Source: an optimization exercise on an open RTL-to-GDS flow (aim: small area, a short achievable clock period and few clock cycles per item). Production flows keep margins and buffers that such runs may drop.
The RTL was checked by simulation tests, not by an equivalence proof against the original design.

// mx_block_mac
module mx_block_mac (
    input  wire         clk,
    input  wire         rst,         
    input  wire         in_valid,
    input  wire [127:0] a_elems,     
    input  wire [127:0] b_elems,
    input  wire [7:0]   a_scale,
    input  wire [7:0]   b_scale,
    input  wire [31:0]  acc_in,
    output reg          out_valid,
    output reg  [31:0]  acc_out
);
Size in the first run: about 5200 cells after synthesis, about 400 flip-flops.
Settings: LEC_CHECK=0, ABC_AREA=1, CAP_MARGIN=20, CORE_MARGIN=2, CORE_UTILIZATION=65, CTS_CLUSTER_DIAMETER=150, CTS_CLUSTER_SIZE=25, SLEW_MARGIN=20; clock period 50.0 ns.
standard.sh (not shown) runs the stock make flow with config.mk's settings and CLKGATE_MAP_FILE= SYNTH_SCRIPT=/design/flow/synth_recipe.tcl, a recipe that flattens the netlist after the stock synthesis.
==> flow/flow/run.sh <==
#!/bin/bash
# The standard layout (standard.sh), except that the buffers ORFS puts on the
# ports are buf_1 cells rather than the cell it picks by default. Every port
# still gets a buffer. The whole layout's output goes to layout.log.
set -euo pipefail
bash ./standard.sh "BUFFER_PORTS_ARGS=-buffer_cell sky130_fd_sc_hd__buf_1" finish > layout.log 2>&1
Testbench counts at the start, summed over its fixed seeds: cycles 16,032, items 16,000.
Then changed:
==> flow/flow/run.sh (replaced) <==
#!/bin/bash
# The standard layout (standard.sh), except that the buffers ORFS puts on the
# ports are buf_2 cells rather than the cell it picks by default. Every port
# still gets a buffer. The whole layout's output goes to layout.log.
set -euo pipefail
bash ./standard.sh "BUFFER_PORTS_ARGS=-buffer_cell sky130_fd_sc_hd__buf_2" finish > layout.log 2>&1
- CORE_UTILIZATION: 65 -> 55
- CTS_CLUSTER_SIZE: 25 -> 20
Effect: The changed run completed without violations; wire length is higher by about 3%; core utilization is lower by 10 points; cell count is higher by 2.0%; worst hold slack gets worse by 0.018 ns; register-to-register slack got worse by 0.21 ns; die area grows by 18%; synthesized cell count is unchanged; first-iteration DRC count barely changes; flip-flop and latch count does not change.
Then changed:
==> flow/flow/run.sh (replaced) <==
#!/bin/bash
# The standard layout (standard.sh), except that the buffers ORFS puts on the
# ports are buf_1 cells rather than the cell it picks by default. Every port
# still gets a buffer. The whole layout's output goes to layout.log.
set -euo pipefail
bash ./standard.sh "BUFFER_PORTS_ARGS=-buffer_cell sky130_fd_sc_hd__buf_1" finish > layout.log 2>&1
- CORE_UTILIZATION: 55 -> 75
=> Setup slack loses 0.037 ns. Via count is higher by a few percent. Area after synthesis does not change. Register-to-register slack gets better by 0.03 ns.
Then changed:
- CORE_UTILIZATION: 75 -> 55
- CTS_CLUSTER_SIZE: 20 -> 25
=>
- The changed run went through all stages and came out clean
- via count is lower by 6.3%
- area after synthesis is unchanged
- routed wire length is lower by 2.4%
- cell count is higher by 4.1%

---

== run E ==
Starting RTL as in the previous note.
Settings: LEC_CHECK=0, ABC_AREA=1, CAP_MARGIN=20, CORE_MARGIN=2, CORE_UTILIZATION=55, SLEW_MARGIN=20; clock period 50.0 ns.
==> flow/flow/run.sh <==
#!/bin/bash
# The standard layout (standard.sh), except that the buffers ORFS puts on the
# ports are buf_2 cells rather than the cell it picks by default. Every port
# still gets a buffer. The whole layout's output goes to layout.log.
set -euo pipefail
bash ./standard.sh "BUFFER_PORTS_ARGS=-buffer_cell sky130_fd_sc_hd__buf_2" finish > layout.log 2>&1
Run E | status: complete | timing, DRC, antenna: pass
Testbench counts of run E, summed over its fixed seeds: cycles 16,032, items 16,000.
Modified inputs, run D compared to run E
==> flow/flow/run.sh <==
#!/bin/bash
# The standard layout (standard.sh), except that the buffers ORFS puts on the
# ports are buf_1 cells rather than the cell it picks by default. Every port
# still gets a buffer. The whole layout's output goes to layout.log.
set -euo pipefail
bash ./standard.sh "BUFFER_PORTS_ARGS=-buffer_cell sky130_fd_sc_hd__buf_1" finish > layout.log 2>&1
diff --git a/flow/config.mk b/flow/config.mk
--- a/flow/config.mk
+++ b/flow/config.mk
@@ -11,2 +11,4 @@
 export CORE_UTILIZATION = 55
+export CTS_CLUSTER_DIAMETER = 100
+export CTS_CLUSTER_SIZE = 30
 export SLEW_MARGIN = 20
Results
| met1 demand-to-capacity share in global routing | run E vs run D | ≈ equal |.

[re-timing with driven ports]
Ports are ideal in the flow. The routed layouts listed here were re-timed in OpenROAD. Step 1, drivers: a clkbuf_16 drives clk and a buf_2 each remaining input, both assumed. Step 2 times the ports against the registers' clock, not the clock port: input delays grow and output delays shrink by t, the midpoint of the rising clock arrivals with the driver on. a / b / c = ideal / step 1 / step 2; a / b = the first two.
run	t (ns)	slack for setup (ns)	worst setup path at the end	worst register clock-pin slew, ns
the first run of note 1	0.647	38.938 / 38.870 / 39.072	input to register	0.12 / 0.12
the second run of note 1	0.671	38.962 / 38.894 / 38.984	register to register	0.10 / 0.10
the third run of note 1	0.651	38.925 / 38.862 / 38.983	input to register	0.11 / 0.11
the fourth run of note 1	0.637	38.941 / 38.878 / 39.057	register to register	0.11 / 0.11
run E	0.663	38.940 / 38.874 / 39.090	register to register	0.07 / 0.07
run D	0.661	38.894 / 38.828 / 39.096	register to register	0.11 / 0.11
After both steps every run listed still meets setup and hold.
